Background: an optimization exercise with open tools, aiming at small area, a short achievable clock period and few clock cycles per item. Do not read the settings as production practice.
Only simulation tests tie the RTL to the original design; equivalence was not proved.

==> build 81 <==
Design elrek_tx, start of the top module:
module elrek_tx (
    input  wire         clk,
    input  wire         rst,
    input  wire [30:0]  seed,
    input  wire         st_valid,
    output wire         st_ready,
    input  wire [3:0]   st_type,
    input  wire [3:0]   st_seq,
    input  wire [511:0] st_payload,
    output reg          tx_valid,
    output reg  [31:0]  tx_data
);
Settings: LEC_CHECK=0, CAP_MARGIN=20, CORE_MARGIN=2, CORE_UTILIZATION=55, PLACE_DENSITY=0.75, SLEW_MARGIN=20, SYNTH_HIERARCHICAL=1; clock period 80.0 ns.
standard.sh (not shown) runs the stock make flow with config.mk's settings and CLKGATE_MAP_FILE= SYNTH_SCRIPT=/design/flow/synth_recipe.tcl, a recipe that flattens the netlist after the stock synthesis.
==> flow/flow/run.sh <==
#!/bin/bash
# The standard layout (standard.sh), with these ORFS settings changed:
#  - ABC_LOAD_IN_FF=1: ABC sizes the small one-gate modules of the datapath
#    for a light load instead of upsizing them;
#  - port buffers use the smallest buffer cell (buf_1) rather than the delay
#    cell that buffer_ports picks by default;
#  - clock tree: clkbuf_16 buffers, sinks clustered in groups of up to 24
#    within 120 um, no dummy loads;
#  - repair_timing aims at a setup slack of 63.3 ns (the clock is 80 ns, the
#    I/O delays 16 ns each), without cloning gates.
# Each ORFS step keeps its own log under orfs/logs; make's output goes to
# standard.log.
set -euo pipefail
bash standard.sh ABC_LOAD_IN_FF=1 SETUP_SLACK_MARGIN=63.3 SKIP_GATE_CLONING=1 \
    "BUFFER_PORTS_ARGS=-buffer_cell sky130_fd_sc_hd__buf_1" \
    "CTS_ARGS=-sink_clustering_enable -repair_clock_nets -sink_clustering_size 24 -sink_clustering_max_diameter 120 -buf_list sky130_fd_sc_hd__clkbuf_16 -dont_use_dummy_load" \
    finish > standard.log 2>&1
==> trial 30: changes against build 81 <==
--- a/flow/flow/run.sh
+++ b/flow/flow/run.sh
@@ -14,4 +14,4 @@
 bash standard.sh ABC_LOAD_IN_FF=1 SETUP_SLACK_MARGIN=63.3 SKIP_GATE_CLONING=1 \
     "BUFFER_PORTS_ARGS=-buffer_cell sky130_fd_sc_hd__buf_1" \
-    "CTS_ARGS=-sink_clustering_enable -repair_clock_nets -sink_clustering_size 24 -sink_clustering_max_diameter 120 -buf_list sky130_fd_sc_hd__clkbuf_16 -dont_use_dummy_load" \
+    "CTS_ARGS=-sink_clustering_enable -repair_clock_nets -sink_clustering_size 26 -sink_clustering_max_diameter 110 -buf_list sky130_fd_sc_hd__clkbuf_16 -dont_use_dummy_load" \
     finish > standard.log 2>&1
--- a/flow/config.mk
+++ b/flow/config.mk
@@ -9,5 +9,4 @@
 export CORE_MARGIN = 2
 export CORE_UTILIZATION = 55
-export PLACE_DENSITY = 0.75
 export SLEW_MARGIN = 20
 export SYNTH_HIERARCHICAL = 1
==> trial 39: changes against build 81 <==
--- a/flow/config.mk
+++ b/flow/config.mk
@@ -9,5 +9,4 @@
 export CORE_MARGIN = 2
 export CORE_UTILIZATION = 55
-export PLACE_DENSITY = 0.75
 export SLEW_MARGIN = 20
 export SYNTH_HIERARCHICAL = 1
==> build 11: changes against build 81 <==
--- a/flow/flow/run.sh
+++ b/flow/flow/run.sh
@@ -14,4 +14,4 @@
 bash standard.sh ABC_LOAD_IN_FF=1 SETUP_SLACK_MARGIN=63.3 SKIP_GATE_CLONING=1 \
     "BUFFER_PORTS_ARGS=-buffer_cell sky130_fd_sc_hd__buf_1" \
-    "CTS_ARGS=-sink_clustering_enable -repair_clock_nets -sink_clustering_size 24 -sink_clustering_max_diameter 120 -buf_list sky130_fd_sc_hd__clkbuf_16 -dont_use_dummy_load" \
+    "CTS_ARGS=-sink_clustering_enable -repair_clock_nets -sink_clustering_size 16 -sink_clustering_max_diameter 90 -buf_list {sky130_fd_sc_hd__clkbuf_8 sky130_fd_sc_hd__clkbuf_16} -dont_use_dummy_load" \
     finish > standard.log 2>&1
--- a/flow/config.mk
+++ b/flow/config.mk
@@ -9,5 +9,4 @@
 export CORE_MARGIN = 2
 export CORE_UTILIZATION = 55
-export PLACE_DENSITY = 0.75
 export SLEW_MARGIN = 20
 export SYNTH_HIERARCHICAL = 1
==> qor.yml <==
finish:
  design_area_um2: 40900
  fin_util_pct: 62.4
  seqAreaFraction_pct: 47.4
hold_path:
  min_to: "hv"
grt:
  grt_pass1_vias: 25900
  grtUsageMet2_pct: 64.1
  antenna_found_initial: 34
drt:
  drt_wl_total_um: 127000
  vias_per_cell: 6.34
  vias: 26000
outcome:
  outcome: "finished clean"
sta:
  whs_ns: 0.552
cts:
  clk_latency_ns: 0.65
placement:
  dp.cells: 4034
(the above is from trial 30)
==> qor.yml <==
outcome:
  outcome: "finished clean"
finish:
  design_area_um2: 40900
  bufAreaShareNonClock_pct: 6.57
  seqAreaFraction_pct: 47.3
drt:
  vias_per_cell: 6.39
  vias: 26300
  drt_wl_total_um: 125000
grt:
  grtUsageMet2_pct: 61.8
  antenna_found_initial: 28
  grt_pass1_vias: 26400
hold_path:
  min_to: "mk"
sta:
  whs_ns: 0.534
placement:
  dp.cells: 4044
cts:
  clk_latency_ns: 0.65
(the above is from build 81)
==> qor.yml <==
hold_path:
  min_to: "hv"
finish:
  design_area_um2: 41300
  fin_util_pct: 63.1
  n_antenna_cell: 34
  seqAreaFraction_pct: 46.9
grt:
  grtUsageMet2_pct: 63.9
  grt_pass1_vias: 26100
  grtUsageMet1_pct: 44.2
drt:
  vias_per_cell: 6.35
  drt_wl_total_um: 128000
  vias: 26200
outcome:
  outcome: "finished clean"
placement:
  dp.cells: 4034
sta:
  whs_ns: 0.548
  rsz0062_at_grt: "true"
cts:
  clk_latency_ns: 0.63
(the above is from build 11)
==> qor.yml <==
outcome:
  outcome: "finished clean"
cts:
  clk_latency_ns: 0.60
  numCtsBuffers: 34
  cts_setup_buffers: 0
finish:
  fin_util_pct: 62.5
  design_area_um2: 40900
  seqAreaFraction_pct: 47.3
sta:
  whs_ns: 0.553
grt:
  antenna_found_initial: 37
  grtUsageMet2_pct: 63.7
  grt_pass1_vias: 25900
placement:
  dp.cells: 4034
drt:
  vias_per_cell: 6.34
hold_path:
  min_to: "hv"
(the above is from trial 39)
Testbench counts of build 81, summed over its fixed seeds: cycles 52,836, items 3,200.
Testbench counts of trial 30, summed over its fixed seeds: cycles 52,836, items 3,200.
Testbench counts of trial 39, summed over its fixed seeds: cycles 52,836, items 3,200.
Testbench counts of build 11, summed over its fixed seeds: cycles 52,836, items 3,200.

---

==> v31 <==
elrek_tx, a different RTL version from the one above (not shown whole).
export LEC_CHECK = 0
export CAP_MARGIN = 20
export CORE_MARGIN = 2
export CORE_UTILIZATION = 55
export SLEW_MARGIN = 20
export SYNTH_HIERARCHICAL = 1
create_clock -name core_clock -period 80.0 [get_ports {clk}]
==> flow/flow/run.sh <==
#!/bin/bash
# The standard layout (standard.sh), with these ORFS settings changed:
#  - ABC_LOAD_IN_FF=1: ABC sizes the small one-gate modules of the datapath
#    for a light load instead of upsizing them;
#  - port buffers use the smallest buffer cell (buf_1) rather than the delay
#    cell that buffer_ports picks by default;
#  - clock tree: clkbuf_16 buffers, sinks clustered in groups of up to 24
#    within 120 um, no dummy loads;
#  - repair_timing aims at a setup slack of 63.3 ns (the clock is 80 ns, the
#    I/O delays 16 ns each), without cloning gates.
# Each ORFS step keeps its own log under orfs/logs; make's output goes to
# standard.log.
set -euo pipefail
bash standard.sh ABC_LOAD_IN_FF=1 SETUP_SLACK_MARGIN=63.3 SKIP_GATE_CLONING=1 \
    "BUFFER_PORTS_ARGS=-buffer_cell sky130_fd_sc_hd__buf_1" \
    "CTS_ARGS=-sink_clustering_enable -repair_clock_nets -sink_clustering_size 30 -sink_clustering_max_diameter 80 -buf_list sky130_fd_sc_hd__clkbuf_16 -dont_use_dummy_load" \
    finish > standard.log 2>&1
==> v39: changes against v31 <==
--- a/flow/flow/run.sh
+++ b/flow/flow/run.sh
@@ -14,4 +14,4 @@
 bash standard.sh ABC_LOAD_IN_FF=1 SETUP_SLACK_MARGIN=63.3 SKIP_GATE_CLONING=1 \
     "BUFFER_PORTS_ARGS=-buffer_cell sky130_fd_sc_hd__buf_1" \
-    "CTS_ARGS=-sink_clustering_enable -repair_clock_nets -sink_clustering_size 30 -sink_clustering_max_diameter 80 -buf_list sky130_fd_sc_hd__clkbuf_16 -dont_use_dummy_load" \
+    "CTS_ARGS=-sink_clustering_enable -repair_clock_nets -sink_clustering_size 24 -sink_clustering_max_diameter 120 -buf_list sky130_fd_sc_hd__clkbuf_16 -dont_use_dummy_load" \
     finish > standard.log 2>&1
Settings changed: CORE_UTILIZATION 55 to 70.
==> qor summary <==
item	v39	v31
Status	timing/DRC/antenna clean	timing/DRC/antenna clean
Clock network latency to the later pin of the worst-skew pair	0.68 ns	0.61 ns
Detailed-routed wire length on met3	20100 um	14600 um
Minimum period implied by the final worst setup slack	17.13 ns	17.05 ns
Arrival time at the worst endpoint	1.13 ns	1.05 ns
Number of non-clock buffers	626	625
DR vias	27764	26223
Met1 usage in global routing	59.8%	50.2%
Met2 GRT Util	71.5%	58.2%
Number of buffers inserted during clock tree synthesis	31	36
Final Core Density	79.8%	62.8%
Count of clock-net buffers in the final layout	31	36
Die Area	0.0543 mm^2	0.0689 mm^2
Die boundary width	233 um	262 um
Met3 usage	13.7%	8.13%
Capturing instance or port of the critical path	tx_data[2]	tx_data[5]
Fraction of area in multi-input gates	42.2%	42.0%
Area taken by flip-flops and latches	0.0194 mm^2	0.0194 mm^2
Testbench counts of v31, summed over its fixed seeds: cycles 52,836, items 3,200.
Testbench counts of v39, summed over its fixed seeds: cycles 52,836, items 3,200.

[static timing again, ports no longer ideal]
In the flow no input, the clock included, has a driving cell. The finished layouts below were timed again as built, in two steps.
Step 1, drivers: a clkbuf_16 drives clk and a buf_2 each remaining input, both assumed.
Step 2 moves the port delays by t, midway between the first and last clock arrival at a register: inputs arrive t later, outputs are due t later. That takes back most of the time a late clock gives input paths.
Slacks: ideal ports / drivers / drivers and shift; pairs: ideal ports / drivers.
run | shift t [ns] | setup slack, ns | pins driven straight from the clock port
build 81 | 0.710 | 62.893 / 62.820 / 62.734 | 1
trial 30 | 0.697 | 62.899 / 62.828 / 62.697 | 1
trial 39 | 0.637 | 62.981 / 62.911 / 62.711 | 1
build 11 | 0.665 | 62.963 / 62.894 / 62.688 | 1
v31 | 0.644 | 62.954 / 62.884 / 62.778 | 1
v39 | 0.706 | 62.872 / 62.805 / 62.696 | 1
After both steps every run listed still meets setup and hold. The setup slack of build 11, which loses most, moves by -0.069 ns with the drivers and by -0.275 ns with both steps.
